Background: an optimization exercise with open tools, aiming at small area. Do not read the settings as production practice.
The RTL was checked by simulation tests, not by an equivalence proof against the original design.
No activity file was given, so power comes from the tool's default toggle rates.

`flow/config.mk`:
```
export PLATFORM = sky130hd
export DESIGN_NAME = tally_block
export DESIGN_NICKNAME = tally_block
export VERILOG_FILES = /design/flow/design.v
export SDC_FILE = /design/flow/constraint.sdc
export NUM_CORES = 8
export LEC_CHECK = 0
export ABC_AREA = 1
export CAP_MARGIN = 20
export CORE_MARGIN = 2
export CORE_UTILIZATION = 40
export PLACE_DENSITY = 0.6
export SLEW_MARGIN = 20
```
`flow/design.v`:
```
module tally_timer #(
    parameter integer IDX = 0,       
    parameter integer NT  = 2        
) (
    input  wire          clk,
    input  wire          rst,
    input  wire          wr,
    input  wire [3:0]    woff,       
    input  wire [31:0]   wdata,
    input  wire [3:0]    roff,
    output reg  [31:0]   rdata,
    input  wire [7:0]    tb_evt,     
    input  wire [31:0]   car_evt,    
    input  wire          grid_evt,   
    input  wire [NT-1:0] zero_q,     
    output reg           out,
    output reg           zero_evt,   
    output reg           trig,       
    output wire          late_set,
    output wire          slip_set
);
    function automatic lt_chain(input [31:0] a, input [31:0] b, input cin);
        integer i;
        reg c;
        begin
            c = cin;
            for (i = 0; i < 32; i = i + 1)
                c = (~a[i] & b[i]) | (~a[i] & c) | (b[i] & c);
            lt_chain = c;
        end
    endfunction
    function automatic [33:0] add34(input [33:0] a, input [33:0] b, input cin);
        integer i;
        reg c;
        begin
            c = cin;
            for (i = 0; i < 34; i = i + 1) begin
                add34[i] = a[i] ^ b[i] ^ c;
                c = (a[i] & b[i]) | (c & (a[i] ^ b[i]));
            end
        end
    endfunction
    reg         en, mode;
    reg  [1:0]  tsrc_r;
    reg  [2:0]  tbsel;
    reg  [15:0] presc;
    reg  [31:0] rld;         
    reg  [31:0] rld_stg;     
    reg         pend;
    reg  [31:0] cmp [0:3];
    reg  [7:0]  act;
    reg  [1:0]  zact;
    reg  [7:0]  edg;
    reg  [2:0]  trigsel;
    reg         outinit;
    reg  [6:0]  syncsrc;     
    reg         once, once_done;
    reg  [32:0] c;           
    reg         dir;
    reg  [15:0] pc;          
    wire [1:0]  tsrc = (IDX == 0) ? {1'b0, tsrc_r[0]} : tsrc_r;
    wire wr_cfg  = wr && woff == 4'h0;
    wire wr_rld  = wr && woff == 4'h1;
    wire wr_act  = wr && woff == 4'h8;
    wire wr_sync = wr && woff == 4'h9;
    wire [3:0] wr_cmp;
    assign wr_cmp[0] = wr && woff == 4'h4;
    assign wr_cmp[1] = wr && woff == 4'h5;
    assign wr_cmp[2] = wr && woff == 4'h6;
    assign wr_cmp[3] = wr && woff == 4'h7;
    wire cfg_bad = (wdata[3:2] == 2'd3) ||
                   (IDX == 0 && wdata[3:2] == 2'd2) ||
                   (en && (wdata[1] != mode || wdata[3:2] != tsrc ||
                           wdata[6:4] != tbsel || wdata[31:16] != presc));
    wire cfg_ok  = wr_cfg && !cfg_bad;
    wire sync_ok = wr_sync && !wdata[7] && !(wdata[6] && wdata[5] && |wdata[4:1]) &&
                   wdata[7:0] != IDX + 1;
    wire        mode_n    = cfg_ok ? wdata[1]     : mode;
    wire [1:0]  tsrc_n    = cfg_ok ? wdata[3:2]   : tsrc;
    wire [2:0]  tbsel_n   = cfg_ok ? wdata[6:4]   : tbsel;
    wire [15:0] presc_n   = cfg_ok ? wdata[31:16] : presc;
    wire [7:0]  act_n     = wr_act ? wdata[7:0]   : act;
    wire [1:0]  zact_n    = wr_act ? wdata[9:8]   : zact;
    wire [7:0]  edg_n     = wr_act ? wdata[17:10] : edg;
    wire [2:0]  trigsel_n = wr_act ? wdata[20:18] : trigsel;
    wire [6:0]  syncsrc_n = sync_ok ? wdata[6:0]  : syncsrc;
    wire        once_n    = sync_ok ? wdata[8]    : once;
    wire        once_done_pre = sync_ok ? 1'b0 : once_done;
    wire start   = cfg_ok && wdata[0] && !en;
    wire stop    = cfg_ok && !wdata[0];
    wire en_eff  = en && !stop;
    wire en_next = start || en_eff;
    reg src_ev;
    always @(*) begin
        case (tsrc_n)
            2'd0:    src_ev = 1'b1;
            2'd1:    src_ev = tb_evt[tbsel_n];
            2'd2:    src_ev = (IDX > 0) ? zero_q[(IDX > 0) ? IDX - 1 : 0] : 1'b0;
            default: src_ev = 1'b0;
        endcase
    end
    wire srcev = en_eff && src_ev;
    reg  [15:0] pc_inc;
    reg         pcc;
    integer q;
    always @(*) begin
        pcc = 1'b1;
        for (q = 0; q < 16; q = q + 1) begin
            pc_inc[q] = pc[q] ^ pcc;
            pcc = pcc & pc[q];
        end
    end
    wire tick  = srcev && pc == presc_n;
    reg sync_hit;
    always @(*) begin
        sync_hit = 1'b0;
        if (!syncsrc_n[6]) begin
            if (syncsrc_n[5:0] == 6'd1)      sync_hit = zero_q[0];
            else if (syncsrc_n[5:0] == 6'd2) sync_hit = zero_q[1];
        end else if (syncsrc_n[5:0] == 6'd33) begin
            sync_hit = grid_evt;
        end else if (syncsrc_n[5:0] != 6'd0) begin
            sync_hit = car_evt[syncsrc_n[4:0] - 5'd1];
        end
    end
    wire syncev = en_eff && sync_hit && !(once_n && once_done_pre);
    wire        c_is_r  = c[31:0] == rld;
    wire        wrap    = tick && (mode ? (dir && c[31:0] == 32'd1) : c_is_r);
    wire        turn    = tick && mode && !dir && c_is_r;
    wire        zero    = syncev || wrap;
    wire        c_nz    = c[31:0] != 32'd0;
    assign      slip_set = syncev && c_nz && !wrap;
    wire        reload  = (zero || start) && pend;
    wire        restart = zero || start;      
    wire [31:0] rld_n   = reload ? rld_stg : rld;
    wire        down    = dir || turn;
    reg  [31:0] c_step;
    reg         stc;
    integer b;
    always @(*) begin
        stc = 1'b1;
        for (b = 0; b < 32; b = b + 1) begin
            c_step[b] = c[b] ^ stc;
            stc = stc & (c[b] ^ down);
        end
    end
    wire [31:0] cn      = restart ? 32'd0 : tick ? c_step : c[31:0];
    wire        dn      = restart ? 1'b0 : (dir || turn);
    wire [33:0] c_ref   = add34({1'b0, rld, 1'b0}, ~{1'b0, c}, 1'b1);
    wire        c_gt_r  = c[32] | lt_chain(rld, c[31:0], 1'b0);
    wire        conv    = cfg_ok && !start && (wdata[1] != mode) &&
                          (mode ? dir : c_gt_r);
    wire        updn    = mode_n;
    wire [33:0] dlo     = add34({2'b0, cn}, ~{3'b0, rld_n[31:1]}, !(!updn & rld_n[0]));   
    wire        cn_lt_h = dlo[33];
    wire [33:0] esum    = add34({2'b0, cn}, {3'b0, rld_n[31:1]}, !updn);
    wire [33:0] tup     = add34({1'b0, rld_n, 1'b0}, ~esum, 1'b1);                    
    wire        flag    = tup[33] || (!tup[32] && lt_chain(tup[31:0], rld_n, 1'b0));   
    reg  [31:0] t2;
    reg         cin2, pol2, frc2, frcv2;
    reg  [31:0] t3;
    reg         cin3, pol3, frc3, frcv3;
    always @(*) begin
        t2 = dlo[31:0]; cin2 = 1'b1; pol2 = 1'b0; frc2 = 1'b0; frcv2 = 1'b0;
        t3 = ~dlo[31:0]; cin3 = 1'b1; pol3 = 1'b1; frc3 = 1'b0; frcv3 = 1'b0;
        if (!updn) begin
            if (cn_lt_h) begin
                t2 = rld_n;       cin2 = 1'b1; pol2 = 1'b1;
                t3 = esum[31:0];  cin3 = 1'b1; pol3 = 1'b0;
            end else begin
                t2 = dlo[31:0];   cin2 = 1'b1; pol2 = 1'b0;
            end
        end else if (!dn) begin
            t2 = dlo[31:0];       cin2 = 1'b1; pol2 = 1'b0; frc2 = cn_lt_h; frcv2 = 1'b1;
            t3 = ~dlo[31:0];      cin3 = 1'b1; pol3 = 1'b1; frc3 = !cn_lt_h; frcv3 = 1'b0;
        end else begin
            t2 = tup[31:0];       cin2 = 1'b1; pol2 = 1'b0; frc2 = tup[33] | tup[32]; frcv2 = 1'b0;
            if (flag) begin
                t3 = rld_n;       cin3 = 1'b1; pol3 = 1'b1;
            end else begin
                t3 = esum[31:0];  cin3 = 1'b0; pol3 = 1'b1;
            end
        end
    end
    wire cn_is_r = cn == rld_n;
    wire cn_is_0 = cn == 32'd0;
    reg  [31:0] cmp_n  [0:3];
    reg  [3:0]  fire;
    reg         late_any;
    reg         k1eq, k1r, k2r, k3r, k2, k3, zc, in_u, in_d, d0_u, d0_d, any, up_en, wrk, fu, fd;
    integer k;
    always @(*) begin
        fire = 4'b0;
        late_any = 1'b0;
        for (k = 0; k < 4; k = k + 1) begin
            cmp_n[k] = wr_cmp[k] ? wdata : cmp[k];
            k1eq = cmp_n[k] == cn;
            k1r  = lt_chain(cmp_n[k], cn, !dn);           
            k2r  = lt_chain(cmp_n[k], t2, cin2);
            k3r  = lt_chain(cmp_n[k], t3, cin3);
            k2   = frc2 ? frcv2 : (pol2 ? k2r : !k2r);
            k3   = frc3 ? frcv3 : (pol3 ? k3r : !k3r);
            zc   = cmp_n[k] == 32'd0;
            if (!updn) begin
                in_u = cn_lt_h ? (k1r || (k2 && k3)) : (k1r && k2);
                in_d = 1'b0;
            end else if (!dn) begin
                in_u = k1r && k2;
                in_d = !zc && k3;
            end else begin
                in_u = flag && k2 && k3;
                in_d = !k1r && k3;
            end
            d0_u = !dn && k1eq;
            d0_d = dn && k1eq;
            any  = !updn || zc || (!dn && k1eq && cn_is_r);
            up_en = edg_n[2*k] || (any && edg_n[2*k+1]);
            wrk  = wr_cmp[k] || wr_act;
            fu   = up_en && (wrk ? in_u : d0_u);
            fd   = edg_n[2*k+1] && (wrk ? in_d : d0_d);
            fire[k] = en_next && (wrk || restart || tick) && (fu || fd);
            if (en_next && wrk && ((fu && !d0_u) || (fd && !d0_d)))
                late_any = 1'b1;
        end
    end
    assign late_set = late_any;
    reg act_set, act_clr, act_tog;
    reg out_n;
    integer j;
    always @(*) begin
        act_set = 1'b0; act_clr = 1'b0; act_tog = 1'b0;
        if (zero) begin
            act_set = zact_n == 2'd1;
            act_clr = zact_n == 2'd2;
            act_tog = zact_n == 2'd3;
        end
        for (j = 0; j < 4; j = j + 1) begin
            if (fire[j]) begin
                if (act_n[2*j +: 2] == 2'd1) act_set = 1'b1;
                if (act_n[2*j +: 2] == 2'd2) act_clr = 1'b1;
                if (act_n[2*j +: 2] == 2'd3) act_tog = 1'b1;
            end
        end
        out_n = start ? outinit : out;
        if (act_clr)      out_n = 1'b0;
        else if (act_set) out_n = 1'b1;
        else if (act_tog) out_n = !out_n;
    end
    reg trig_n;
    always @(*) begin
        case (trigsel_n)
            3'd1:    trig_n = zero;
            3'd2:    trig_n = fire[0];
            3'd3:    trig_n = fire[1];
            3'd4:    trig_n = fire[2];
            3'd5:    trig_n = fire[3];
            default: trig_n = 1'b0;
        endcase
    end
    integer m;
    always @(posedge clk) begin
        if (rst) begin
            en <= 1'b0; mode <= 1'b0; tsrc_r <= 2'd0; tbsel <= 3'd0; presc <= 16'd0;
            rld <= 32'hFFFF_FFFF; rld_stg <= 32'hFFFF_FFFF; pend <= 1'b0;
            for (m = 0; m < 4; m = m + 1)
                cmp[m] <= 32'hFFFF_FFFF;
            act <= 8'd0; zact <= 2'd0; edg <= 8'd0; trigsel <= 3'd0; outinit <= 1'b0;
            syncsrc <= 7'd0; once <= 1'b0; once_done <= 1'b0;
            c <= 33'd0; dir <= 1'b0; pc <= 16'd0; out <= 1'b0; zero_evt <= 1'b0; trig <= 1'b0;
        end else begin
            en <= en_next;
            mode <= mode_n; tsrc_r <= tsrc_n; tbsel <= tbsel_n; presc <= presc_n;
            act <= act_n; zact <= zact_n; edg <= edg_n; trigsel <= trigsel_n;
            if (wr_act) outinit <= wdata[21];
            syncsrc <= syncsrc_n; once <= once_n;
            once_done <= once_done_pre || (syncev && once_n);
            for (m = 0; m < 4; m = m + 1)
                cmp[m] <= cmp_n[m];
            rld <= rld_n;
            if (wr_rld) begin
                rld_stg <= (wdata[31:1] == 31'd0) ? 32'd2 : wdata;
                pend    <= 1'b1;
            end else if (reload) begin
                pend    <= 1'b0;
            end
            if (conv) begin
                c   <= c_ref[32:0];
                dir <= !mode;
            end else begin
                c   <= {(en_next ? 1'b0 : c[32]), cn};
                dir <= dn;
            end
            if (start || syncev)
                pc <= 16'd0;
            else if (srcev)
                pc <= (pc == presc_n) ? 16'd0 : pc_inc;
            out      <= out_n;
            zero_evt <= zero;
            trig     <= trig_n;
        end
    end
    always @(*) begin
        case (roff)
            4'h0:    rdata = {presc, 9'd0, tbsel, tsrc, mode, en};
            4'h1:    rdata = pend ? rld_stg : rld;
            4'h2:    rdata = c[31:0];
            4'h3:    rdata = {28'd0, once_done, pend, out, dir};
            4'h4:    rdata = cmp[0];
            4'h5:    rdata = cmp[1];
            4'h6:    rdata = cmp[2];
            4'h7:    rdata = cmp[3];
            4'h8:    rdata = {10'd0, outinit, trigsel, edg, zact, act};
            4'h9:    rdata = {23'd0, once, 1'b0, syncsrc};
            default: rdata = 32'd0;
        endcase
    end
endmodule
module tally_block #(
    parameter integer NT = 2,
    parameter integer NP = 4
) (
    input  wire          clk,
    input  wire          rst,
    input  wire          we,
    input  wire          re,
    input  wire [11:0]   addr,
    input  wire [31:0]   wdata,
    output reg  [31:0]   rdata,
    input  wire [7:0]    tb_evt,
    input  wire [31:0]   car_evt,
    input  wire          grid_evt,
    output wire [NP-1:0] tal_pin,
    output wire [NP-1:0] tal_oe,
    output wire [NT-1:0] trig
);
    wire [NT-1:0] out, zero_q, late_set, slip_set;
    wire [31:0]   t_rdata [0:NT-1];
    genvar t;
    generate
        for (t = 0; t < NT; t = t + 1) begin : g_tim
            tally_timer #(.IDX(t), .NT(NT)) u_tim (
                .clk      (clk),
                .rst      (rst),
                .wr       (we && addr[11:10] == 2'b00 && addr[9:6] == t),
                .woff     (addr[5:2]),
                .wdata    (wdata),
                .roff     (addr[5:2]),
                .rdata    (t_rdata[t]),
                .tb_evt   (tb_evt),
                .car_evt  (car_evt),
                .grid_evt (grid_evt),
                .zero_q   (zero_q),
                .out      (out[t]),
                .zero_evt (zero_q[t]),
                .trig     (trig[t]),
                .late_set (late_set[t]),
                .slip_set (slip_set[t])
            );
        end
    endgenerate
    reg       pin_sel [0:NP-1];
    reg       pin_inv [0:NP-1];
    reg       pin_oe  [0:NP-1];
    genvar p;
    generate
        for (p = 0; p < NP; p = p + 1) begin : g_pin
            assign tal_pin[p] = out[pin_sel[p]] ^ pin_inv[p];
            assign tal_oe[p]  = pin_oe[p];
        end
    endgenerate
    reg [NT-1:0] late, slip;
    wire wr_late = we && addr == 12'hF00;
    wire wr_slip = we && addr == 12'hF08;
    integer i;
    always @(posedge clk) begin
        if (rst) begin
            late <= {NT{1'b0}};
            slip <= {NT{1'b0}};
            for (i = 0; i < NP; i = i + 1) begin
                pin_sel[i] <= 1'b0;
                pin_inv[i] <= 1'b0;
                pin_oe[i]  <= 1'b0;
            end
        end else begin
            late <= (late & ~(wr_late ? wdata[NT-1:0] : {NT{1'b0}})) | late_set;
            slip <= (slip & ~(wr_slip ? wdata[NT-1:0] : {NT{1'b0}})) | slip_set;
            for (i = 0; i < NP; i = i + 1) begin
                if (we && addr == 12'h800 + 4 * i) begin
                    pin_sel[i] <= |wdata[5:0];
                    pin_inv[i] <= wdata[6];
                    pin_oe[i]  <= wdata[7];
                end
            end
        end
    end
    reg [31:0] rd_n;
    always @(*) begin
        rd_n = 32'd0;
        if (addr[11:10] == 2'b00 && addr[9:6] < NT)
            rd_n = t_rdata[addr[9:6]];
        for (i = 0; i < NP; i = i + 1)
            if (addr == 12'h800 + 4 * i)
                rd_n = {24'd0, pin_oe[i], pin_inv[i], 5'd0, pin_sel[i]};
        if (addr == 12'hF00) rd_n = {{(32 - NT){1'b0}}, late};
        if (addr == 12'hF08) rd_n = {{(32 - NT){1'b0}}, slip};
    end
    always @(posedge clk) begin
        if (rst)
            rdata <= 32'd0;
        else if (re)
            rdata <= rd_n;
    end
endmodule
```
`flow/flow/run.sh`:
```
#!/bin/bash
# Own layout flow: the standard flow, except that the synthesis maps the
# logic with an area-oriented ABC script (flow/area.script) in place of the
# one ORFS picks. Everything else (the Yosys passes before ABC, the register
# names, floorplan, power grid, placement, CTS and routing) is the standard flow.
set -euo pipefail
W=$PWD
# synthesis script: ORFS's synth.tcl with only the ABC script replaced
sed 's|log_cmd abc {\*}$abc_args|log_cmd abc {*}[lreplace $abc_args 1 1 $::env(MY_ABC_SCRIPT)]|' \
    "$FLOW_HOME/scripts/synth.tcl" > "$W/own_synth_core.tcl"
grep -q MY_ABC_SCRIPT "$W/own_synth_core.tcl"
sed "s|source \$::env(SCRIPTS_DIR)/synth.tcl|source $W/own_synth_core.tcl|" \
    "$W/synth_recipe.tcl" > "$W/own_synth.tcl"
grep -q own_synth_core "$W/own_synth.tcl"
sed "s|SYNTH_SCRIPT=[^ ]*|SYNTH_SCRIPT=$W/own_synth.tcl|" "$W/standard.sh" > "$W/own_standard.sh"
grep -q own_synth.tcl "$W/own_standard.sh"
export MY_ABC_SCRIPT="$W/flow/area.script"
bash "$W/own_standard.sh" finish > "$W/own_flow_make.log" 2>&1
test -f "$W/out/final.def"
```
`flow/standard.sh`:
```
#!/bin/bash
# synth_recipe.tcl (not shown) runs the flow's synth.tcl, then flattens the netlist and writes it again
# the make line also repeats each setting of config.mk as NAME=value (left out here)
make -C /OpenROAD-flow-scripts/flow DESIGN_CONFIG=/design/flow/config.mk WORK_HOME=/design/flow/orfs CLKGATE_MAP_FILE= SYNTH_SCRIPT=/design/flow/synth_recipe.tcl "${@:-finish}"
```
`flow/constraint.sdc`:
```
create_clock -name core_clock -period 25.0 [get_ports {clk}]
set_input_delay 5.0000 -clock core_clock [delete_from_list [all_inputs] [get_ports {clk}]]
set_output_delay 5.0000 -clock core_clock [all_outputs]
set_load 0.01 [all_outputs]
```
`flow/flow/area.script`:
```
strash
ifraig
scorr
dc2
strash
&get -n
&st
&syn2
&dch
&nf -a
&put
```
==> results of run 1 <==
power by group through the flow:
stage | combinational, mW | clock, mW | sequential [mW]
4_1_cts | 0.167 | 1.30 | 1.03
6_report | 0.177 | 1.30 | 1.03
3_3_place_gp | 0.164 | 0 | 1.06
5_1_grt | 0.177 | 1.34 | 1.03
2_1_floorplan | 0.0476 | 0 | 1.05
3_5_place_dp | 0.164 | 0 | 1.06
repair_timing:
action | 4_1_cts | 5_1_grt
resized for setup | 320 | 192
pin swaps | 127 | 134
setup buffers | 37 | 19
cloned | 3 | 2
endpoints found under the setup margin | 6 | 6
registers in the layout (all words and copies together) (netlist names), 3 cells and up:
register	cells
g_tim.u_tim.rld	64
g_tim.u_tim.trigsel	6
pin_inv	4
rdata	32
g_tim.u_tim.presc	32
g_tim.u_tim.edg	16
g_tim.u_tim.rld_stg	64
g_tim.u_tim.tbsel	6
g_tim.u_tim.c	66
g_tim.u_tim.syncsrc	14
g_tim.u_tim.act	16
g_tim.u_tim.zact	4
g_tim.u_tim.pc	32
g_tim.u_tim.cmp	256
g_tim.u_tim.tsrc_r	3
pin_sel	4
pin_oe	4
worst paths after layout:
| check | from | end | slack, ns | depth (start not counted) |
|---|---|---|---|---|
| max | wdata[23] | g_tim[1].u_tim.out | -3.18 | 89 |
| min | g_tim[0].u_tim.rld_stg[23] | g_tim[0].u_tim.rld_stg[23] | 0.45 | 2 |
| min reg2reg | g_tim[0].u_tim.rld_stg[23] | g_tim[0].u_tim.rld_stg[23] | 0.45 | 2 |
| max reg2reg | g_tim[1].u_tim.tsrc_r[1] | g_tim[1].u_tim.out | 1.23 | 86 |
cell usage in the layout, fill, tap and decap left out, drive strengths merged, types with 258 or more instances in the layout:
| cell | n |
|---|---|
| a21oi | 493 |
| buf | 1221 |
| clkinv | 413 |
| dfxtp | 647 |
| ha | 358 |
| mux2i | 398 |
| nand2 | 596 |
| nor2 | 608 |
| o21ai | 356 |
| o22ai | 258 |
through the flow:
| stage | hold slack [ns] | cells | setup WS [ns] | total power, mW |
|---|---|---|---|---|
| global placement | 0.439 | 9737 | -4.24 | 1.22 |
| detailed placement | 0.447 | 9738 | -4.65 | 1.22 |
| global route | 0.474 | 9950 | -3.75 | 2.55 |
| finish | 0.453 | 9953 | -3.18 | 2.51 |
| floorplan | 0.428 | 6662 | -2.55 | 1.10 |
| CTS | 0.455 | 9926 | -2.86 | 2.50 |
worst max-delay path, delay by kind of cell:
family                   cells  cell delay, ns
adder cells (fa/ha/maj)     34           12.31
AO/OA/AOI/OAI               26            6.41
buffers and inverters       15            2.28
AND/OR/NAND/NOR             12            2.08
XOR/XNOR                     1            0.40
multiplexers                 1            0.29
layer usage:
metal	up-vias	GRT usage
met1	31800	0.586
met4	8	0.178
li1	28600	-
met3	712	0.114
met5	-	0
met2	4486	0.588
cell families after synthesis:
group | count (synthesis) | synth area share
buffers and inverters | 416 | 0.0285
adder cells (fa/ha/maj) | 615 | 0.172
AO/OA/AOI/OAI | 2288 | 0.284
flip-flops | 647 | 0.233
multiplexers | 427 | 0.0775
XOR/XNOR | 170 | 0.0268
AND/OR/NAND/NOR | 2099 | 0.179
cell type report:
class | instances | area [um^2] | share of cell area
Multi-Input combinational cell | 5602 | 43400 | 0.588
Sequential cell | 647 | 13000 | 0.175
Timing Repair Buffer | 1346 | 10800 | 0.146
Clock buffer | 117 | 2410 | 0.0327
Tap cell | 1794 | 2240 | 0.0304
Inverter | 410 | 1610 | 0.0218
Clock inverter | 33 | 418 | 0.00565
Antenna cell | 4 | 10.0 | 0.000135
==> impl_metrics.yaml, run 1 <==
outcome:
  status: "failed layout checks"
  failed_checks: "negative setup slack"
drt:
  wl_um: 306000
  wl_per_cell_um: 30.8
  drt_iter0_markers: 10300
  vias: 65700
  first_pass_iters: 10
  top_layer_used: "met5"
  viasPerCell: 6.60
  wl_met3_um: 40900
  drc_errors: 0
  wl_met1_um: 127000
  wl_met2_um: 123000
  ant_nets: 0
grt:
  grt_max_degree: 88
  grt_pass1_vias: 60900
  grt_remaining_overflow: 0
  antenna_found_initial: 13
  grt_pass1_wl_um: 435000
  track_usage: 0.415
power_and_ir_drop:
  power.share.sequential: 0.412
  combPwrFrac: 0.070
  p_clk_frac: 0.518
  leakage_nw: 31.0
  swShare: 0.269
  p_int_mw: 1.83
  p_switching_mw: 0.675
  p_per_area_nw_per_um2: 33.9
  vdd_drop_max_mv: 0.0540
synthesis:
  yosys_warnings: 13
  synth_top_area_share: 0.233
  netlist_top_cells_area: "dfxtp_1, fa_1, ha_1"
  ys_seq_elements: 647
  synth_edf_count: 0
  yosysUniqueCellTypes: 71
  synth_area_um2: 55600
  synth_flop_cell: "dfxtp_1"
  synth_seq_area_share: 0.233
  yosys.area.top_type: "dfxtp_1"
  postSynthCellCount: 6662
  ys_top_cells_by_count: "dfxtp_1, nor2_1, nand2_1"
  avgSynthCellArea_um2: 8.35
  yosysMostFrequentCell: "dfxtp_1"
  syn_nets: 7359
  async_flop_share: 0
floorplanning:
  dieArea_um2: 142000
  fp.dieW_um: 377
  ioPinCount: 131
  start_util: 0.404
  die-height_um: 377
  core-area_um2: 138000
  rows: 136
cts:
  clk_pin_slew_worst_paths_ns: 0.06
  clk_latency_ns: 0.73
  h-tree-depth: 3
  cts_sinks: 647
  cts_hold_buf: 0
  cts_root_buffer: "clkbuf_16"
  cts_buffers: 83
  cts_tree: "yes"
  cts.path.max_buffers: 3
cells_and_area:
  drive_gt1_frac: 0.228
  fin_area_um2: 73900
  nets: 8787
  n_fill_cell: 13000
  final_util: 0.536
  synthToLayoutAreaGrowth_pct: 32.8
placement:
  place_hpwl_um: 235000
  io_buffers: 130
  place.gp.congestion: 1.07
  placed_cell_area_um2: 68800
timing:
  worstMarginPinSlew_ns: 1.29
  slew_viol_final: 0
  fmax_mhz: 35.5
  slew_headroom: 0.112
  worst_slack_ns: -3.18
  setup_viol: 6
  final.period_utilization: 1.13
  rsz0062_at_grt: "yes"
  finalSetupTns_ns: -13.25
  skew_ns: 0.0436
  hold_violations: 0
  period_minus_slack_ns: 28.18
critical_path:
  cpMostUsedCell: "fa_2"
  cp_data_arrival_time_ns: 28.81
  required_ns: 25.64
  path_max_fanout: 8
  start_kind: "input pin"
  end_kind: "flip-flop"
  crit_slowest_cell: "fa_2"
  critPathMaxStageDelay_ns: 0.56
  critical_path_class: "in2reg"
min_path:
  hold_path.class: "reg2reg"
run:
  drv_cap: 0
==> run 2, diff against run 1 <==
--- a/flow/design.v
+++ b/flow/design.v
@@ -19,27 +19,6 @@
     output wire          late_set,
     output wire          slip_set
 );
-    function automatic lt_chain(input [31:0] a, input [31:0] b, input cin);
-        integer i;
-        reg c;
-        begin
-            c = cin;
-            for (i = 0; i < 32; i = i + 1)
-                c = (~a[i] & b[i]) | (~a[i] & c) | (b[i] & c);
-            lt_chain = c;
-        end
-    endfunction
-    function automatic [33:0] add34(input [33:0] a, input [33:0] b, input cin);
-        integer i;
-        reg c;
-        begin
-            c = cin;
-            for (i = 0; i < 34; i = i + 1) begin
-                add34[i] = a[i] ^ b[i] ^ c;
-                c = (a[i] & b[i]) | (c & (a[i] ^ b[i]));
-            end
-        end
-    endfunction
     reg         en, mode;
     reg  [1:0]  tsrc_r;
     reg  [2:0]  tbsel;
@@ -146,84 +125,45 @@
     end
     wire [31:0] cn      = restart ? 32'd0 : tick ? c_step : c[31:0];
     wire        dn      = restart ? 1'b0 : (dir || turn);
-    wire [33:0] c_ref   = add34({1'b0, rld, 1'b0}, ~{1'b0, c}, 1'b1);
-    wire        c_gt_r  = c[32] | lt_chain(rld, c[31:0], 1'b0);
-    wire        conv    = cfg_ok && !start && (wdata[1] != mode) &&
-                          (mode ? dir : c_gt_r);
     wire        updn    = mode_n;
-    wire [33:0] dlo     = add34({2'b0, cn}, ~{3'b0, rld_n[31:1]}, !(!updn & rld_n[0]));   
-    wire        cn_lt_h = dlo[33];
-    wire [33:0] esum    = add34({2'b0, cn}, {3'b0, rld_n[31:1]}, !updn);
-    wire [33:0] tup     = add34({1'b0, rld_n, 1'b0}, ~esum, 1'b1);                    
-    wire        flag    = tup[33] || (!tup[32] && lt_chain(tup[31:0], rld_n, 1'b0));   
-    reg  [31:0] t2;
-    reg         cin2, pol2, frc2, frcv2;
-    reg  [31:0] t3;
-    reg         cin3, pol3, frc3, frcv3;
-    always @(*) begin
-        t2 = dlo[31:0]; cin2 = 1'b1; pol2 = 1'b0; frc2 = 1'b0; frcv2 = 1'b0;
-        t3 = ~dlo[31:0]; cin3 = 1'b1; pol3 = 1'b1; frc3 = 1'b0; frcv3 = 1'b0;
-        if (!updn) begin
-            if (cn_lt_h) begin
-                t2 = rld_n;       cin2 = 1'b1; pol2 = 1'b1;
-                t3 = esum[31:0];  cin3 = 1'b1; pol3 = 1'b0;
-            end else begin
-                t2 = dlo[31:0];   cin2 = 1'b1; pol2 = 1'b0;
-            end
-        end else if (!dn) begin
-            t2 = dlo[31:0];       cin2 = 1'b1; pol2 = 1'b0; frc2 = cn_lt_h; frcv2 = 1'b1;
-            t3 = ~dlo[31:0];      cin3 = 1'b1; pol3 = 1'b1; frc3 = !cn_lt_h; frcv3 = 1'b0;
-        end else begin
-            t2 = tup[31:0];       cin2 = 1'b1; pol2 = 1'b0; frc2 = tup[33] | tup[32]; frcv2 = 1'b0;
-            if (flag) begin
-                t3 = rld_n;       cin3 = 1'b1; pol3 = 1'b1;
-            end else begin
-                t3 = esum[31:0];  cin3 = 1'b0; pol3 = 1'b1;
-            end
-        end
+    wire [31:0] t2, t3;
+    wire        cin2, pol2, frc2, frcv2, cin3, pol3, frc3, frcv3;
+    wire [33:0] tup;
+    reg         lth0_q, lth1_q, fl0_q, fl1_q;
+    wire        lth0, lth1, fl0, fl1;
+    wire        cn_lt_h = restart || (tick ? lth1_q : lth0_q);             
+    wire        flag    = tick ? (turn ? |rld[31:2] : fl1_q) : fl0_q;      
+    tally_bounds u_bnd (
+        .a({!en_next & c[32], cn}), .hsel(en_next), .rr(rld_n), .updn(updn), .dn(dn),
+        .flag(flag), .cn_lt_h(cn_lt_h),
+        .t2(t2), .cin2(cin2), .pol2(pol2), .frc2(frc2), .frcv2(frcv2),
+        .t3(t3), .cin3(cin3), .pol3(pol3), .frc3(frc3), .frcv3(frcv3),
+        .lth0(lth0), .lth1(lth1), .fl0(fl0), .fl1(fl1), .tup(tup)
+    );
+    always @(posedge clk) begin
+        lth0_q <= lth0; lth1_q <= lth1; fl0_q <= fl0; fl1_q <= fl1;
     end
-    wire cn_is_r = cn == rld_n;
-    wire cn_is_0 = cn == 32'd0;
+    wire        conv    = cfg_ok && !start && (wdata[1] != mode) &&
+                          (mode ? dir : fl0);
+    wire        cn_is_r = cn == rld_n;
     reg  [31:0] cmp_n  [0:3];
-    reg  [3:0]  fire;
-    reg         late_any;
-    reg         k1eq, k1r, k2r, k3r, k2, k3, zc, in_u, in_d, d0_u, d0_d, any, up_en, wrk, fu, fd;
-    integer k;
-    always @(*) begin
-        fire = 4'b0;
-        late_any = 1'b0;
-        for (k = 0; k < 4; k = k + 1) begin
-            cmp_n[k] = wr_cmp[k] ? wdata : cmp[k];
-            k1eq = cmp_n[k] == cn;
-            k1r  = lt_chain(cmp_n[k], cn, !dn);           
-            k2r  = lt_chain(cmp_n[k], t2, cin2);
-            k3r  = lt_chain(cmp_n[k], t3, cin3);
-            k2   = frc2 ? frcv2 : (pol2 ? k2r : !k2r);
-            k3   = frc3 ? frcv3 : (pol3 ? k3r : !k3r);
-            zc   = cmp_n[k] == 32'd0;
-            if (!updn) begin
-                in_u = cn_lt_h ? (k1r || (k2 && k3)) : (k1r && k2);
-                in_d = 1'b0;
-            end else if (!dn) begin
-                in_u = k1r && k2;
-                in_d = !zc && k3;
-            end else begin
-                in_u = flag && k2 && k3;
-                in_d = !k1r && k3;
-            end
-            d0_u = !dn && k1eq;
-            d0_d = dn && k1eq;
-            any  = !updn || zc || (!dn && k1eq && cn_is_r);
-            up_en = edg_n[2*k] || (any && edg_n[2*k+1]);
-            wrk  = wr_cmp[k] || wr_act;
-            fu   = up_en && (wrk ? in_u : d0_u);
-            fd   = edg_n[2*k+1] && (wrk ? in_d : d0_d);
-            fire[k] = en_next && (wrk || restart || tick) && (fu || fd);
-            if (en_next && wrk && ((fu && !d0_u) || (fd && !d0_d)))
-                late_any = 1'b1;
+    wire [3:0]  fu, fd, lt;
+    genvar g;
+    generate
+        for (g = 0; g < 4; g = g + 1) begin : g_pt
+            always @(*) cmp_n[g] = wr_cmp[g] ? wdata : cmp[g];
+            tally_point u_pt (
+                .cc(cmp_n[g]), .cn(cn), .dn(dn), .updn(updn), .edg(edg_n[2*g +: 2]),
+                .wrk(wr_cmp[g] || wr_act), .cn_is_r(cn_is_r), .cn_lt_h(cn_lt_h), .flag(flag),
+                .t2(t2), .cin2(cin2), .pol2(pol2), .frc2(frc2), .frcv2(frcv2),
+                .t3(t3), .cin3(cin3), .pol3(pol3), .frc3(frc3), .frcv3(frcv3),
+                .fu(fu[g]), .fd(fd[g]), .late(lt[g])
+            );
         end
-    end
-    assign late_set = late_any;
+    endgenerate
+    wire [3:0] fire = {4{en_next && (wr_act || restart || tick)}} & (fu | fd) |
+                      {4{en_next}} & wr_cmp & (fu | fd);
+    assign late_set = en_next && |lt;
     reg act_set, act_clr, act_tog;
     reg out_n;
     integer j;
@@ -284,7 +224,7 @@
                 pend    <= 1'b0;
             end
             if (conv) begin
-                c   <= c_ref[32:0];
+                c   <= tup[32:0];
                 dir <= !mode;
             end else begin
                 c   <= {(en_next ? 1'b0 : c[32]), cn};
@@ -315,6 +255,126 @@
         endcase
     end
 endmodule
+module tally_bounds #(
+    parameter integer W = 32
+) (
+    input  wire [W:0]   a,
+    input  wire         hsel,
+    input  wire [W-1:0] rr,
+    input  wire         updn,
+    input  wire         dn,
+    input  wire         flag,       
+    input  wire         cn_lt_h,    
+    output reg  [W-1:0] t2,
+    output reg          cin2, pol2, frc2, frcv2,
+    output reg  [W-1:0] t3,
+    output reg          cin3, pol3, frc3, frcv3,
+    output wire         lth0,       
+    output wire         lth1,       
+    output wire         fl0,        
+    output wire         fl1,        
+    output wire [W+1:0] tup
+);
+    function automatic [W+1:0] add34(input [W+1:0] a, input [W+1:0] b, input cin);
+        integer i;
+        reg c;
+        begin
+            c = cin;
+            for (i = 0; i < W+2; i = i + 1) begin
+                add34[i] = a[i] ^ b[i] ^ c;
+                c = (a[i] & b[i]) | (c & (a[i] ^ b[i]));
+            end
+        end
+    endfunction
+    wire [W+1:0] dlo  = add34({2'b0, a[W-1:0]}, ~{3'b0, rr[W-1:1]}, !(!updn & rr[0]));   
+    assign lth0       = dlo[W+1];
+    assign lth1       = dlo[W+1] && !(&dlo[W:0]);
+    wire [W+1:0] esum = add34({1'b0, a}, {3'b0, rr[W-1:1] & {(W-1){hsel}}}, hsel & !updn);
+    wire [W+1:0] ex   = add34(esum, ~{2'b0, rr}, 1'b0);                                
+    assign fl0        = !ex[W+1];
+    assign fl1        = !ex[W+1] && (|ex[W:0]);
+    assign tup        = add34({2'b0, rr}, ~ex, 1'b0);                                  
+    always @(*) begin
+        t2 = dlo[W-1:0]; cin2 = 1'b1; pol2 = 1'b0; frc2 = 1'b0; frcv2 = 1'b0;
+        t3 = ~dlo[W-1:0]; cin3 = 1'b1; pol3 = 1'b1; frc3 = 1'b0; frcv3 = 1'b0;
+        if (!updn) begin
+            if (cn_lt_h) begin
+                t2 = rr;          cin2 = 1'b1; pol2 = 1'b1;
+                t3 = esum[W-1:0]; cin3 = 1'b1; pol3 = 1'b0;
+            end else begin
+                t2 = dlo[W-1:0];  cin2 = 1'b1; pol2 = 1'b0;
+            end
+        end else if (!dn) begin
+            t2 = dlo[W-1:0];      cin2 = 1'b1; pol2 = 1'b0; frc2 = cn_lt_h; frcv2 = 1'b1;
+            t3 = ~dlo[W-1:0];     cin3 = 1'b1; pol3 = 1'b1; frc3 = !cn_lt_h; frcv3 = 1'b0;
+        end else begin
+            t2 = tup[W-1:0];      cin2 = 1'b1; pol2 = 1'b0; frc2 = tup[W+1] | tup[W]; frcv2 = 1'b0;
+            if (flag) begin
+                t3 = rr;          cin3 = 1'b1; pol3 = 1'b1;
+            end else begin
+                t3 = esum[W-1:0]; cin3 = 1'b0; pol3 = 1'b1;
+            end
+        end
+    end
+endmodule
+module tally_point #(
+    parameter integer W = 32
+) (
+    input  wire [W-1:0] cc,
+    input  wire [W-1:0] cn,
+    input  wire        dn,
+    input  wire        updn,
+    input  wire [1:0]  edg,
+    input  wire        wrk,
+    input  wire        cn_is_r,
+    input  wire        cn_lt_h,
+    input  wire        flag,
+    input  wire [W-1:0] t2,
+    input  wire        cin2, pol2, frc2, frcv2,
+    input  wire [W-1:0] t3,
+    input  wire        cin3, pol3, frc3, frcv3,
+    output wire        fu,
+    output wire        fd,
+    output wire        late
+);
+    function automatic lt_chain(input [W-1:0] a, input [W-1:0] b, input cin);
+        integer i;
+        reg c;
+        begin
+            c = cin;
+            for (i = 0; i < W; i = i + 1)
+                c = (~a[i] & b[i]) | (~a[i] & c) | (b[i] & c);
+            lt_chain = c;
+        end
+    endfunction
+    wire k1eq = cc == cn;
+    wire k1r  = lt_chain(cc, cn, !dn);            
+    wire k2r  = lt_chain(cc, t2, cin2);
+    wire k3r  = lt_chain(cc, t3, cin3);
+    wire k2   = frc2 ? frcv2 : (pol2 ? k2r : !k2r);
+    wire k3   = frc3 ? frcv3 : (pol3 ? k3r : !k3r);
+    wire zc   = cc == {W{1'b0}};
+    reg  in_u, in_d;
+    always @(*) begin
+        if (!updn) begin
+            in_u = cn_lt_h ? (k1r || (k2 && k3)) : (k1r && k2);
+            in_d = 1'b0;
+        end else if (!dn) begin
+            in_u = k1r && k2;
+            in_d = !zc && k3;
+        end else begin
+            in_u = flag && k2 && k3;
+            in_d = !k1r && k3;
+        end
+    end
+    wire d0_u  = !dn && k1eq;
+    wire d0_d  = dn && k1eq;
+    wire any   = !updn || zc || (!dn && k1eq && cn_is_r);
+    wire up_en = edg[0] || (any && edg[1]);
+    assign fu   = up_en && (wrk ? in_u : d0_u);
+    assign fd   = edg[1] && (wrk ? in_d : d0_d);
+    assign late = wrk && ((fu && !d0_u) || (fd && !d0_d));
+endmodule
 module tally_block #(
     parameter integer NT = 2,
     parameter integer NP = 4
==> flow/run.sh (new file) <==
#!/bin/bash
# synth_recipe.tcl (not shown) runs the flow's synth.tcl, then flattens the netlist and writes it again
# the make line also repeats each setting of config.mk as NAME=value (left out here)
make -C /OpenROAD-flow-scripts/flow DESIGN_CONFIG=/design/flow/config.mk WORK_HOME=/design/flow/orfs CLKGATE_MAP_FILE= SYNTH_SCRIPT=/design/flow/synth_recipe.tcl finish
removed: flow/flow/run.sh
removed: flow/flow/area.script
removed: flow/standard.sh
==> impl_metrics.yaml, run 2 <==
cells_and_area:
  synthToLayoutAreaGrowth_pct: 17.3
  final_cell_mix: "nand2_1, inv_1, buf_4"
  fin_area_um2: 73800
  multiInputGateArea_um2: 41500
  nets: 11200
  reg_top3: "g_tim.u_tim.cmp x256, g_tim.u_tim.c x66"
  regMostFlops: "g_tim.u_tim.cmp"
  drive_gt1_frac: 0.107
  n_fill_cell: 16400
  largest_reg_flops: 256
  final_common_cell: "nand2_1"
  regArea_um2: 13100
timing:
  rsz0062_at_grt: "no"
  slew_viol_final: 0
  setup_viol: 0
  skew_ns: 0.0657
  period_minus_slack_ns: 24.38
  fmax_mhz: 41.0
  hold_violations: 0
  hold_ws_ns: 0.464
  final.period_utilization: 0.975
  worstMarginPinSlew_ns: 1.34
  slew_headroom: 0.0982
critical_path:
  critical_path_class: "in2reg"
  crit_slowest_cell: "clkdlybuf4s50_1"
  rr_startpoint: "g_tim[1].u_tim.c[21]"
  cpMostUsedCell: "fa_1"
  cp_data_arrival_time_ns: 25.00
  r2r_cells: 68
  required_ns: 25.61
  end_kind: "flip-flop"
  critPathTopFamily: "adder cells"
  path_max_fanout: 12
  start_kind: "input pin"
  cp.depth: 76
  reg2reg_slack_ns: 5.05
  path_buf_inv: 14
  worst_r2r_endpoint: "late[1]"
  critPathMaxStageDelay_ns: 0.59
synthesis:
  synth_top_area_share: 0.209
  async_flop_share: 0
  yosysMostFrequentCell: "nand2_1"
  synth_seq_area_share: 0.209
  postSynthCellCount: 10100
  netlist_top_cells_area: "dfxtp_1, nand2_1, inv_1"
  yosys_warnings: 19
  syn_nets: 10700
  avgSynthCellArea_um2: 6.22
  synth_edf_count: 0
  yosys.area.top_type: "dfxtp_1"
  synth_flop_cell: "dfxtp_1"
  ys_top_cells_by_count: "nand2_1, inv_1, dfxtp_1"
  yosysUniqueCellTypes: 70
  synth_area_um2: 62900
  ys_seq_elements: 655
cts:
  h-tree-depth: 3
  cts_sinks: 655
  cts.path.max_buffers: 3
  clk_latency_ns: 0.78
  cts_tree: "yes"
  cts_hold_buf: 0
  clk_pin_slew_worst_paths_ns: 0.06
  cts_root_buffer: "clkbuf_16"
  cts_buffers: 86
drt:
  drt_iter0_markers: 11700
  wl_per_cell_um: 30.4
  viasPerCell: 6.05
  wl_met1_um: 143000
  vias: 77200
  top_layer_used: "met5"
  ant_nets: 0
  wl_met2_um: 160000
  wl_met3_um: 45400
  wl_um: 388000
  drc_errors: 0
  first_pass_iters: 7
grt:
  antenna_found_initial: 34
  track_usage: 0.465
  grt_pass1_wl_um: 536000
  grt_pass1_vias: 71200
  grt_remaining_overflow: 0
  grt_max_degree: 147
floorplanning:
  core-area_um2: 156000
  rows: 145
  die-height_um: 400
  ioPinCount: 131
  fp.dieW_um: 400
  dieArea_um2: 160000
  start_util: 0.402
min_path:
  hold_end: "rdata[20]"
  hp-start: "rdata[20]"
  min_path_cells: 2
  hold_path.class: "reg2reg"
outcome:
  status: "complete, no violations"
run:
  drv_cap: 0
placement:
  place.gp.congestion: 1.11
  io_buffers: 130
  place_hpwl_um: 306000
  placed_cell_area_um2: 70600
power_and_ir_drop:
  vdd_drop_max_mv: 0.0494
  leakage_nw: 36.6
  p_per_area_nw_per_um2: 35.0
-- run 2: power breakdown --
| group | switching [mW] | internal (mW) |
|---|---|---|
| clock network | 0.595 | 0.753 |
| registers | 0.000358 | 1.04 |
| logic | 0.138 | 0.0514 |
| total | 0.734 | 1.85 |
-- run 2: through the flow --
step | total power, mW | TNS, ns | utilization | std cells | setup slack, ns
final | 2.58 | 0 | 0.472 | 12800 | 0.617
after global routing | 2.61 | 0 | 0.472 | 12700 | 0.0112
after CTS | 2.57 | 0 | 0.471 | 12700 | 0.331
after detailed placement | 1.25 | -1.52 | 0.452 | 12600 | -0.405
after global placement | 1.25 | -0.633 | 0.452 | 12600 | -0.258
after floorplan | 1.14 | 0 | - | 10100 | 1.60
-- run 2: area by class of cell --
class,count,area share
multi-input cells,7241,0.563
flip-flops and latches,655,0.178
inverters,1804,0.0920
repair buffers,816,0.0910
well taps,2058,0.0349
clock buffers,115,0.0328
clock inverters,43,0.00729
diodes,24,0.000814
-- run 2: cell families (layout without fill, tap and decap cells) --
kind of cell    count (synthesis)  count (layout)  share of synthesized area
flops                         655             655                      0.209
fa+ha+maj                     552             552                      0.139
xor+xnor                      108             108                     0.0152
compound gates               2199            2199                      0.206
buf+inv                      2209            2778                      0.134
other cells                     0              24                          0
simple gates                 4382            4382                      0.296
-- run 2: worst reg2reg max path: cells and delay by family (launching register included) --
family,cells,cell delay (ns)
AOI/OAI and AO/OA,5,0.83
xor gates and xnor gates,1,0.15
adders and majority gates,35,13.80
buffers and inverters,11,1.36
DFF,1,0.44
and+or+nand+nor,16,3.24
-- run 2: timing repair --
item,CTS,global route
gates resized for setup,0,38
buffers inserted,0,1
setup endpoints to repair,0,6
-- run 2: per-layer routing --
| metal | up-vias | global-route usage |
|---|---|---|
| met1 | 36200 | 0.565 |
| li1 | 34100 | - |
| met5 | - | 0 |
| met2 | 5486 | 0.686 |
| met3 | 1418 | 0.122 |
| met4 | 26 | 0.393 |
-- run 2: worst max-delay path by stage --
stage,startpoint,end,slack (ns)
CTS,wdata[3],late[0],0.33
global route,wdata[1],g_tim[1].u_tim.out,0.01
global placement,wdata[3],late[0],-0.26
floorplan,wdata[3],g_tim[0].u_tim.out,1.60
detailed placement,wdata[3],late[0],-0.40
finish,wdata[19],late[1],0.62
==> run 3, diff against run 2 <==
==> flow/flow/run.sh (new file) <==
#!/bin/bash
# Own layout flow: the standard flow, except that the synthesis maps the
# logic with an area-oriented ABC script (flow/area.script) in place of the
# one ORFS picks. Everything else (the Yosys passes before ABC, the register
# names, floorplan, power grid, placement, CTS and routing) is the standard flow.
set -euo pipefail
W=$PWD
# synthesis script: ORFS's synth.tcl with only the ABC script replaced
sed 's|log_cmd abc {\*}$abc_args|log_cmd abc {*}[lreplace $abc_args 1 1 $::env(MY_ABC_SCRIPT)]|' \
    "$FLOW_HOME/scripts/synth.tcl" > "$W/own_synth_core.tcl"
grep -q MY_ABC_SCRIPT "$W/own_synth_core.tcl"
sed "s|source \$::env(SCRIPTS_DIR)/synth.tcl|source $W/own_synth_core.tcl|" \
    "$W/synth_recipe.tcl" > "$W/own_synth.tcl"
grep -q own_synth_core "$W/own_synth.tcl"
sed "s|SYNTH_SCRIPT=[^ ]*|SYNTH_SCRIPT=$W/own_synth.tcl|" "$W/standard.sh" > "$W/own_standard.sh"
grep -q own_synth.tcl "$W/own_standard.sh"
export MY_ABC_SCRIPT="$W/flow/area.script"
bash "$W/own_standard.sh" finish > "$W/own_flow_make.log" 2>&1
test -f "$W/out/final.def"
==> flow/flow/area.script (new file) <==
strash
ifraig
scorr
dc2
strash
&get -n
&st
&syn2
&dch
&nf -a
&put
==> flow/standard.sh (new file) <==
#!/bin/bash
# synth_recipe.tcl (not shown) runs the flow's synth.tcl, then flattens the netlist and writes it again
# the make line also repeats each setting of config.mk as NAME=value (left out here)
make -C /OpenROAD-flow-scripts/flow DESIGN_CONFIG=/design/flow/config.mk WORK_HOME=/design/flow/orfs CLKGATE_MAP_FILE= SYNTH_SCRIPT=/design/flow/synth_recipe.tcl "${@:-finish}"
removed: flow/run.sh
==> impl_metrics.yaml, run 3 <==
grt:
  antenna_found_initial: 16
  grt_max_degree: 164
  track_usage: 0.433
  grt_remaining_overflow: 0
  grt_pass1_wl_um: 440000
  grt_pass1_vias: 59900
critical_path:
  path_buf_inv: 13
  rr_startpoint: "g_tim[0].u_tim.mode"
  cpMostUsedCell: "fa_1"
  end_kind: "flip-flop"
  r2r_cells: 77
  path_max_fanout: 12
  critPathMaxStageDelay_ns: 0.48
  critPathTopFamily: "adder cells"
  reg2reg_slack_ns: 4.82
  worst_r2r_endpoint: "g_tim[0].u_tim.out"
  required_ns: 25.62
  crit_slowest_cell: "clkdlybuf4s50_1"
  start_kind: "input pin"
  cp_data_arrival_time_ns: 25.26
  critical_path_class: "in2reg"
cells_and_area:
  largest_reg_flops: 256
  fin_cells: 9428
  n_fill_cell: 13200
  final_common_cell: "nand2_1"
  final_cell_mix: "nand2_1, buf_4, dfxtp_1"
  nets: 8213
  reg_top3: "g_tim.u_tim.cmp x256, g_tim.u_tim.c x66"
  synthToLayoutAreaGrowth_pct: 24.7
  drive_gt1_frac: 0.157
  regMostFlops: "g_tim.u_tim.cmp"
cts:
  clk_pin_slew_worst_paths_ns: 0.06
  cts_hold_buf: 0
  cts_sinks: 655
  cts_buffers: 84
  h-tree-depth: 3
  cts.path.max_buffers: 3
  cts_root_buffer: "clkbuf_16"
  clk_latency_ns: 0.75
  cts_tree: "yes"
min_path:
  hold_path.class: "reg2reg"
  min_path_cells: 2
  hold_end: "g_tim[0].u_tim.rld_stg[10]"
  hp-start: "g_tim[0].u_tim.rld_stg[10]"
floorplanning:
  die-height_um: 374
  fp.dieW_um: 374
  start_util: 0.404
  dieArea_um2: 140000
  core-area_um2: 136000
  ioPinCount: 131
  rows: 135
drt:
  drt_iter0_markers: 8896
  drc_errors: 0
  wl_per_cell_um: 33.4
  vias: 63300
  ant_nets: 0
  viasPerCell: 6.72
  wl_um: 315000
  first_pass_iters: 7
timing:
  period_minus_slack_ns: 24.65
  rsz0062_at_grt: "yes"
  slew_headroom: 0.167
  final.period_utilization: 0.986
  worstMarginPinSlew_ns: 1.25
  hold_ws_ns: 0.452
  hold_violations: 0
  worst_slack_ns: 0.354
  skew_ns: 0.0469
  fmax_mhz: 40.6
  finalSetupTns_ns: 0
  slew_viol_final: 0
  setup_viol: 0
synthesis:
  yosys_warnings: 19
  yosysMostFrequentCell: "nand2_1"
  synth_top_area_share: 0.239
  synth_flop_cell: "dfxtp_1"
  ys_seq_elements: 655
  synth_edf_count: 0
  synth_area_um2: 54800
  syn_nets: 7247
  avgSynthCellArea_um2: 8.29
  yosysUniqueCellTypes: 73
  netlist_top_cells_area: "dfxtp_1, fa_1, mux2i_1"
  synth_seq_area_share: 0.239
  async_flop_share: 0
  postSynthCellCount: 6606
  yosys.area.top_type: "dfxtp_1"
  ys_top_cells_by_count: "nand2_1, nor2_1, dfxtp_1"
placement:
  place.gp.congestion: 1.10
  place_hpwl_um: 245000
  io_buffers: 130
  dp_slack_ns: -1.19
  dp_cells: 9250
power_and_ir_drop:
  p_per_area_nw_per_um2: 37.0
  combPwrFrac: 0.068
  leakage_nw: 24.9
  swShare: 0.275
  power.share.sequential: 0.414
  p_int_mw: 1.83
  finalPower_mw: 2.53
  vdd_drop_max_mv: 0.0481
  p_switching_mw: 0.695
  p_clk_frac: 0.519
outcome:
  status: "complete, no violations"
run:
  drv_cap: 0
## run 3: cell count changes in the layout (fill, tap and decap cells not counted), moves of 191 or more
cell	before	now
o22ai_1	395	186
a22oi_1	21	212
clkinv_1	8	337
o21ai_1	307	18
o21ai_0	577	251
nand2_1	2992	790
nand3_1	432	127
inv_1	1717	0
mux2i_1	0	411
nor2_1	373	647
## run 3: power groups by stage
stage | logic, mW | clock network, mW | registers, mW
floorplan | 0.0488 | 0 | 1.07
global placement | 0.160 | 0 | 1.07
detailed placement | 0.161 | 0 | 1.07
CTS | 0.161 | 1.31 | 1.04
global route | 0.171 | 1.35 | 1.04
finish | 0.171 | 1.31 | 1.04
## run 3: tightest hold or removal path: stages (launching register included)
cell and delay, ns:
dfxtp_1 0.32, nand2_1 0.05, nand2_1 0.04
## run 3: how the worst max path moves through the flow
stage | from | endpoint | slack [ns] | cells past startpoint
after floorplan | wdata[4] | late[0] | 0.02 | 73
after global placement | addr[10] | late[0] | -0.91 | 74
after detailed placement | wdata[4] | late[0] | -1.19 | 77
after CTS | wdata[3] | g_tim[1].u_tim.trig | 0.002 | 78
after global routing | wdata[2] | late[0] | -0.07 | 73
final | wdata[4] | g_tim[1].u_tim.trig | 0.35 | 76
## run 3: stage by stage
stage,instance area [um^2],util
2_1_floorplan,55200,-
3_5_place_dp,64600,0.477
6_report,68300,0.503
5_1_grt,68200,0.503
4_1_cts,67600,0.499
3_3_place_gp,64600,0.476
## run 3: cell families (layout without fill, tap and decap cells)
logic type                 Yosys count  in the layout  synth area share
DFF                                655            655             0.239
buffers and inverters              349           1384            0.0243
muxes                              513            513            0.0959
AOI/OAI and AO/OA                 1977           1977             0.247
adders and majority gates          564            564             0.162
and+or+nand+nor                   2307           2307             0.193
xor gates and xnor gates           241            241            0.0385
other                                0              6                 0
## run 3: timing repair
| item | in CTS | in global routing |
|---|---|---|
| buffers inserted | 3 | 7 |
| pin swaps | 12 | 47 |
| gates resized for setup | 35 | 149 |
| endpoints found under the setup margin | 6 | 6 |
## run 3: layer usage
| metal | vias up | part of all wire | global-route usage |
|---|---|---|---|
| met2 | 4083 | 0.43 | 0.670 |
| met3 | 1041 | 0.10 | 0.0876 |
| met4 | 18 | 0.092 | 0.327 |
| met1 | 31000 | 0.37 | 0.531 |
| met5 | - | 0.00035 | 0 |
| li1 | 27200 | - | - |
## run 3: layout make-up
class	count	area [um^2]	share of cell area
Sequential cell	655	13100	0.192
Tap cell	1781	2230	0.0326
Timing Repair Buffer	886	7240	0.106
Inverter	343	1300	0.0191
Antenna cell	6	15.0	0.000220
Clock inverter	44	558	0.00818
Multi-Input combinational cell	5602	41500	0.608
Clock buffer	111	2310	0.0339
==> run 4, diff against run 3 <==
--- a/flow/design.v
+++ b/flow/design.v
@@ -71,9 +71,9 @@
     wire en_next = start || en_eff;
     reg src_ev;
     always @(*) begin
-        case (tsrc_n)
+        case (tsrc)
             2'd0:    src_ev = 1'b1;
-            2'd1:    src_ev = tb_evt[tbsel_n];
+            2'd1:    src_ev = tb_evt[tbsel];
             2'd2:    src_ev = (IDX > 0) ? zero_q[(IDX > 0) ? IDX - 1 : 0] : 1'b0;
             default: src_ev = 1'b0;
         endcase
@@ -89,7 +89,8 @@
             pcc = pcc & pc[q];
         end
     end
-    wire tick  = srcev && pc == presc_n;
+    wire pc_end = pc == presc;
+    wire tick  = srcev && pc_end;
     reg sync_hit;
     always @(*) begin
         sync_hit = 1'b0;
@@ -112,7 +113,7 @@
     wire        reload  = (zero || start) && pend;
     wire        restart = zero || start;      
     wire [31:0] rld_n   = reload ? rld_stg : rld;
-    wire        down    = dir || turn;
+    wire        down    = dir || (mode && c_is_r);
     reg  [31:0] c_step;
     reg         stc;
     integer b;
@@ -129,23 +130,24 @@
     wire [31:0] t2, t3;
     wire        cin2, pol2, frc2, frcv2, cin3, pol3, frc3, frcv3;
     wire [33:0] tup;
-    reg         lth0_q, lth1_q, fl0_q, fl1_q;
-    wire        lth0, lth1, fl0, fl1;
+    reg         lth0_q, lth1_q, fl0_q, fl1_q, big0_q, big1_q;
+    wire        lth0, lth1, fl0, fl1, big0, big1;
     wire        cn_lt_h = restart || (tick ? lth1_q : lth0_q);             
     wire        flag    = tick ? (turn ? |rld[31:2] : fl1_q) : fl0_q;      
+    wire        big     = tick ? (!turn && big1_q) : big0_q;              
     tally_bounds u_bnd (
         .a({!en_next & c[32], cn}), .hsel(en_next), .rr(rld_n), .updn(updn), .dn(dn),
-        .flag(flag), .cn_lt_h(cn_lt_h),
+        .flag(flag), .cn_lt_h(cn_lt_h), .big(big),
         .t2(t2), .cin2(cin2), .pol2(pol2), .frc2(frc2), .frcv2(frcv2),
         .t3(t3), .cin3(cin3), .pol3(pol3), .frc3(frc3), .frcv3(frcv3),
-        .lth0(lth0), .lth1(lth1), .fl0(fl0), .fl1(fl1), .tup(tup)
+        .lth0(lth0), .lth1(lth1), .fl0(fl0), .fl1(fl1), .big0(big0), .big1(big1), .tup(tup)
     );
     always @(posedge clk) begin
         lth0_q <= lth0; lth1_q <= lth1; fl0_q <= fl0; fl1_q <= fl1;
+        big0_q <= big0; big1_q <= big1;
     end
     wire        conv    = cfg_ok && !start && (wdata[1] != mode) &&
                           (mode ? dir : fl0);
-    wire        cn_is_r = cn == rld_n;
     reg  [31:0] cmp_n  [0:3];
     wire [3:0]  fu, fd, lt;
     genvar g;
@@ -154,7 +156,7 @@
             always @(*) cmp_n[g] = wr_cmp[g] ? wdata : cmp[g];
             tally_point u_pt (
                 .cc(cmp_n[g]), .cn(cn), .dn(dn), .updn(updn), .edg(edg_n[2*g +: 2]),
-                .wrk(wr_cmp[g] || wr_act), .cn_is_r(cn_is_r), .cn_lt_h(cn_lt_h), .flag(flag),
+                .wrk(wr_cmp[g] || wr_act), .cn_lt_h(cn_lt_h), .flag(flag),
                 .t2(t2), .cin2(cin2), .pol2(pol2), .frc2(frc2), .frcv2(frcv2),
                 .t3(t3), .cin3(cin3), .pol3(pol3), .frc3(frc3), .frcv3(frcv3),
                 .fu(fu[g]), .fd(fd[g]), .late(lt[g])
@@ -233,7 +235,7 @@
             if (start || syncev)
                 pc <= 16'd0;
             else if (srcev)
-                pc <= (pc == presc_n) ? 16'd0 : pc_inc;
+                pc <= pc_end ? 16'd0 : pc_inc;
             out      <= out_n;
             zero_evt <= zero;
             trig     <= trig_n;
@@ -265,6 +267,7 @@
     input  wire         dn,
     input  wire         flag,       
     input  wire         cn_lt_h,    
+    input  wire         big,        
     output reg  [W-1:0] t2,
     output reg          cin2, pol2, frc2, frcv2,
     output reg  [W-1:0] t3,
@@ -273,6 +276,8 @@
     output wire         lth1,       
     output wire         fl0,        
     output wire         fl1,        
+    output wire         big0,       
+    output wire         big1,       
     output wire [W+1:0] tup
 );
     function automatic [W+1:0] add34(input [W+1:0] a, input [W+1:0] b, input cin);
@@ -294,6 +299,8 @@
     assign fl0        = !ex[W+1];
     assign fl1        = !ex[W+1] && (|ex[W:0]);
     assign tup        = add34({2'b0, rr}, ~ex, 1'b0);                                  
+    assign big0       = tup[W+1] | tup[W];
+    assign big1       = big0 | (&tup[W-1:0]);
     always @(*) begin
         t2 = dlo[W-1:0]; cin2 = 1'b1; pol2 = 1'b0; frc2 = 1'b0; frcv2 = 1'b0;
         t3 = ~dlo[W-1:0]; cin3 = 1'b1; pol3 = 1'b1; frc3 = 1'b0; frcv3 = 1'b0;
@@ -306,9 +313,13 @@
             end
         end else if (!dn) begin
             t2 = dlo[W-1:0];      cin2 = 1'b1; pol2 = 1'b0; frc2 = cn_lt_h; frcv2 = 1'b1;
-            t3 = ~dlo[W-1:0];     cin3 = 1'b1; pol3 = 1'b1; frc3 = !cn_lt_h; frcv3 = 1'b0;
+            if (cn_lt_h) begin
+                t3 = ~dlo[W-1:0]; cin3 = 1'b1; pol3 = 1'b1;
+            end else begin
+                t3 = rr;          cin3 = 1'b0; pol3 = 1'b0;
+            end
         end else begin
-            t2 = tup[W-1:0];      cin2 = 1'b1; pol2 = 1'b0; frc2 = tup[W+1] | tup[W]; frcv2 = 1'b0;
+            t2 = tup[W-1:0];      cin2 = 1'b1; pol2 = 1'b0; frc2 = big; frcv2 = 1'b0;
             if (flag) begin
                 t3 = rr;          cin3 = 1'b1; pol3 = 1'b1;
             end else begin
@@ -326,7 +337,6 @@
     input  wire        updn,
     input  wire [1:0]  edg,
     input  wire        wrk,
-    input  wire        cn_is_r,
     input  wire        cn_lt_h,
     input  wire        flag,
     input  wire [W-1:0] t2,
@@ -361,7 +371,7 @@
             in_d = 1'b0;
         end else if (!dn) begin
             in_u = k1r && k2;
-            in_d = !zc && k3;
+            in_d = cn_lt_h && !zc && k3;
         end else begin
             in_u = flag && k2 && k3;
             in_d = !k1r && k3;
@@ -369,7 +379,8 @@
     end
     wire d0_u  = !dn && k1eq;
     wire d0_d  = dn && k1eq;
-    wire any   = !updn || zc || (!dn && k1eq && cn_is_r);
+    wire top   = updn && !dn && !cn_lt_h && k3 && k1r;       
+    wire any   = !updn || zc || top;
     wire up_en = edg[0] || (any && edg[1]);
     assign fu   = up_en && (wrk ? in_u : d0_u);
     assign fd   = edg[1] && (wrk ? in_d : d0_d);
==> flow/flow/area.script (replaced) <==
strash
ifraig
scorr
dc2
strash
&get -n
&st
&syn2
&dch
&nf -a
&put
strash
dc2
&get -n
&st
&dch
&nf -a
&put
--- a/flow/config.mk
+++ b/flow/config.mk
@@ -9,5 +9,6 @@
 export CAP_MARGIN = 20
 export CORE_MARGIN = 2
 export CORE_UTILIZATION = 40
+export CTS_BUF_LIST = sky130_fd_sc_hd__clkbuf_4 sky130_fd_sc_hd__clkbuf_8
 export PLACE_DENSITY = 0.6
 export SLEW_MARGIN = 20
==> impl_metrics.yaml, run 4 <==
cts:
  cts_tree: "yes"
  cts_root_buffer: "clkbuf_8"
  cts.path.max_buffers: 3
  cts_hold_buf: 0
  cts_sinks: 659
  clk_pin_slew_worst_paths_ns: 0.06
  h-tree-depth: 4
  clk_latency_ns: 0.93
  cts_buffers: 134
cells_and_area:
  final_common_cell: "nor2_1"
  reg_top3: "g_tim.u_tim.cmp x256, g_tim.u_tim.c x66"
  largest_reg_flops: 256
  drive_gt1_frac: 0.162
  nets: 7971
  synthToLayoutAreaGrowth_pct: 23.5
  regMostFlops: "g_tim.u_tim.cmp"
  final_cell_mix: "nor2_1, buf_4, dfxtp_1"
synthesis:
  avgSynthCellArea_um2: 8.45
  netlist_top_cells_area: "dfxtp_1, fa_1, ha_1"
  ys_top_cells_by_count: "nor2_1, dfxtp_1, a21oi_1"
  yosys_warnings: 19
  ys_seq_elements: 659
  yosysMostFrequentCell: "nor2_1"
  synth_edf_count: 0
  yosysUniqueCellTypes: 71
  async_flop_share: 0
  synth_flop_cell: "dfxtp_1"
  yosys.area.top_type: "dfxtp_1"
  syn_nets: 7040
  synth_top_area_share: 0.244
  synth_area_um2: 54100
  synth_seq_area_share: 0.244
  postSynthCellCount: 6403
grt:
  grt_max_degree: 112
  grt_pass1_vias: 57600
  track_usage: 0.449
  grt_remaining_overflow: 0
  antenna_found_initial: 19
  grt_pass1_wl_um: 443000
timing:
  hold_violations: 0
  setup_viol: 0
  slew_headroom: 0.160
  worstMarginPinSlew_ns: 1.24
  skew_ns: 0.0606
  slew_viol_final: 0
  finalSetupTns_ns: 0
  fmax_mhz: 40.9
  period_minus_slack_ns: 24.44
  final.period_utilization: 0.978
outcome:
  status: "complete, no violations"
critical_path:
  crit_slowest_cell: "fa_2"
  start_kind: "input pin"
  critPathMaxStageDelay_ns: 0.59
  end_kind: "flip-flop"
  cpMostUsedCell: "fa_2"
  critical_path_class: "in2reg"
  cp_data_arrival_time_ns: 25.19
  path_max_fanout: 6
  required_ns: 25.75
drt:
  wl_per_cell_um: 34.8
  viasPerCell: 6.85
  vias: 63100
  drt_iter0_markers: 10400
  wl_um: 320000
  first_pass_iters: 7
  ant_nets: 0
  drc_errors: 0
power_and_ir_drop:
  finalPower_mw: 2.52
  leakage_nw: 27.6
  vdd_drop_max_mv: 0.0323
  p_per_area_nw_per_um2: 37.7
placement:
  place.gp.congestion: 1.11
  io_buffers: 130
  place_hpwl_um: 245000
floorplanning:
  die-height_um: 372
  dieArea_um2: 138000
  ioPinCount: 131
  core-area_um2: 134000
  start_util: 0.404
  fp.dieW_um: 372
  rows: 134
run:
  drv_cap: 0
min_path:
  hold_path.class: "reg2reg"
run 4: cell types whose count changed after synthesis, moves of 29 or more:
cell | previous run | this run
o21bai_1 | 120 | 35
o221ai_1 | 72 | 171
a221oi_1 | 205 | 152
nand2_1 | 800 | 415
mux2_1 | 93 | 34
nand2b_1 | 48 | 355
or2_0 | 90 | 38
o21ai_0 | 278 | 307
o22a_1 | 18 | 172
mux2i_1 | 420 | 298
run 4: critical path: cells and delay by family:
kind                     cells  cell delay [ns]
AND/OR/NAND/NOR             12             1.98
XOR/XNOR                     2             0.42
buffers and inverters        5             0.92
adder cells (fa/ha/maj)     34            12.81
multiplexers                 3             1.08
AO/OA/AOI/OAI               13             2.93
run 4: stage by stage:
stage | worst slack [ns] | hold slack, ns | cell area [um^2] | util | std cells
after floorplan | 0.0104 | 0.425 | 54600 | - | 6403
after global routing | -0.00184 | 0.474 | 66800 | 0.499 | 9200
after detailed placement | -0.968 | 0.442 | 63300 | 0.472 | 8949
after CTS | 0.0400 | 0.449 | 66200 | 0.495 | 9182
after global placement | -0.812 | 0.438 | 63300 | 0.472 | 8949
final | 0.560 | 0.451 | 66900 | 0.499 | 9209
run 4: kinds of logic (layout without fill, tap and decap cells):
family          after synthesis  after routing  synth area share
fa+ha+maj                   551            551             0.162
other cells                   0             10                 0
buf+inv                     325           1353            0.0230
flops                       659            659             0.244
mux                         340            340            0.0655
simple gates               2159           2159             0.195
compound gates             2147           2147             0.275
xor+xnor                    222            222            0.0359
run 4: what timing repair did:
action	in CTS	in global routing
pin swaps	2	69
buffers inserted	0	14
endpoints found under the setup margin	3	6
gates resized for setup	4	127
run 4: final timing paths:
| check | endpoint | depth (start not counted) | slack [ns] | from |
|---|---|---|---|---|
| worst max-delay path | g_tim[0].u_tim.out | 69 | 0.56 | addr[4] |
| worst min-delay path | g_tim[1].u_tim.rld_stg[23] | 2 | 0.45 | g_tim[1].u_tim.rld_stg[23] |
| worst max register to register | g_tim[1].u_tim.out | 63 | 4.96 | g_tim[1].u_tim.c[1] |
| worst min register to register | g_tim[1].u_tim.rld_stg[23] | 2 | 0.45 | g_tim[1].u_tim.rld_stg[23] |
run 4: area by class of cell:
cell class / count / area [um^2]
flip-flops and latches: 659 / 13200
clock inverters: 35 / 452
clock buffers: 198 / 2510
multi-input cells: 5419 / 40800
inverters: 319 / 1210
well taps: 1768 / 2210
fillers: 13000 / 67100
repair buffers: 801 / 6440
diodes: 10 / 25.0
run 4: power breakdown:
group	switching (mW)	internal (mW)	total (mW)	leakage, nW
combinational	0.109	0.0522	0.161	20.8
sequential	0.000631	1.05	1.05	5.32
clock	0.577	0.728	1.30	1.55
run 4: routing by layer:
metal  wire (um)  track usage  part of all wire
met1      128000        0.615              0.40
met2      125000        0.612              0.39
met4       18400        0.220             0.057
met5          68            0           0.00021
met3       48400        0.170              0.15

-- afterwards: timing with drivers on the ports --
No port has a modelled driver above. Below, the same layouts with a new extraction and two added sets of constraints.
Step 1: set_driving_cell puts a clkbuf_16 on clk and a buf_2 on each other input, an assumption about the parent block.
Step 2 times the ports against the registers' clock, not the clock port: input delays grow and output delays shrink by t, the midpoint of the rising clock arrivals with the driver on.
Slacks: ideal / step 1 / step 2; pairs: ideal / step 1.
run	t, ns	setup WS [ns]	pins driven straight from the clock port
run 1	0.780	-3.177 / -3.175 / -3.955	1
run 2	0.827	0.617 / 0.674 / -0.153	1
run 3	0.805	0.354 / 0.410 / -0.395	1
run 4	0.970	0.560 / 0.606 / -0.364	1
Met with ideal ports but missed after step 2: setup timing in run 2, run 3 and run 4. The setup slack of run 4, which loses most, moves by +0.046 ns with the drivers and by -0.924 ns with both steps.
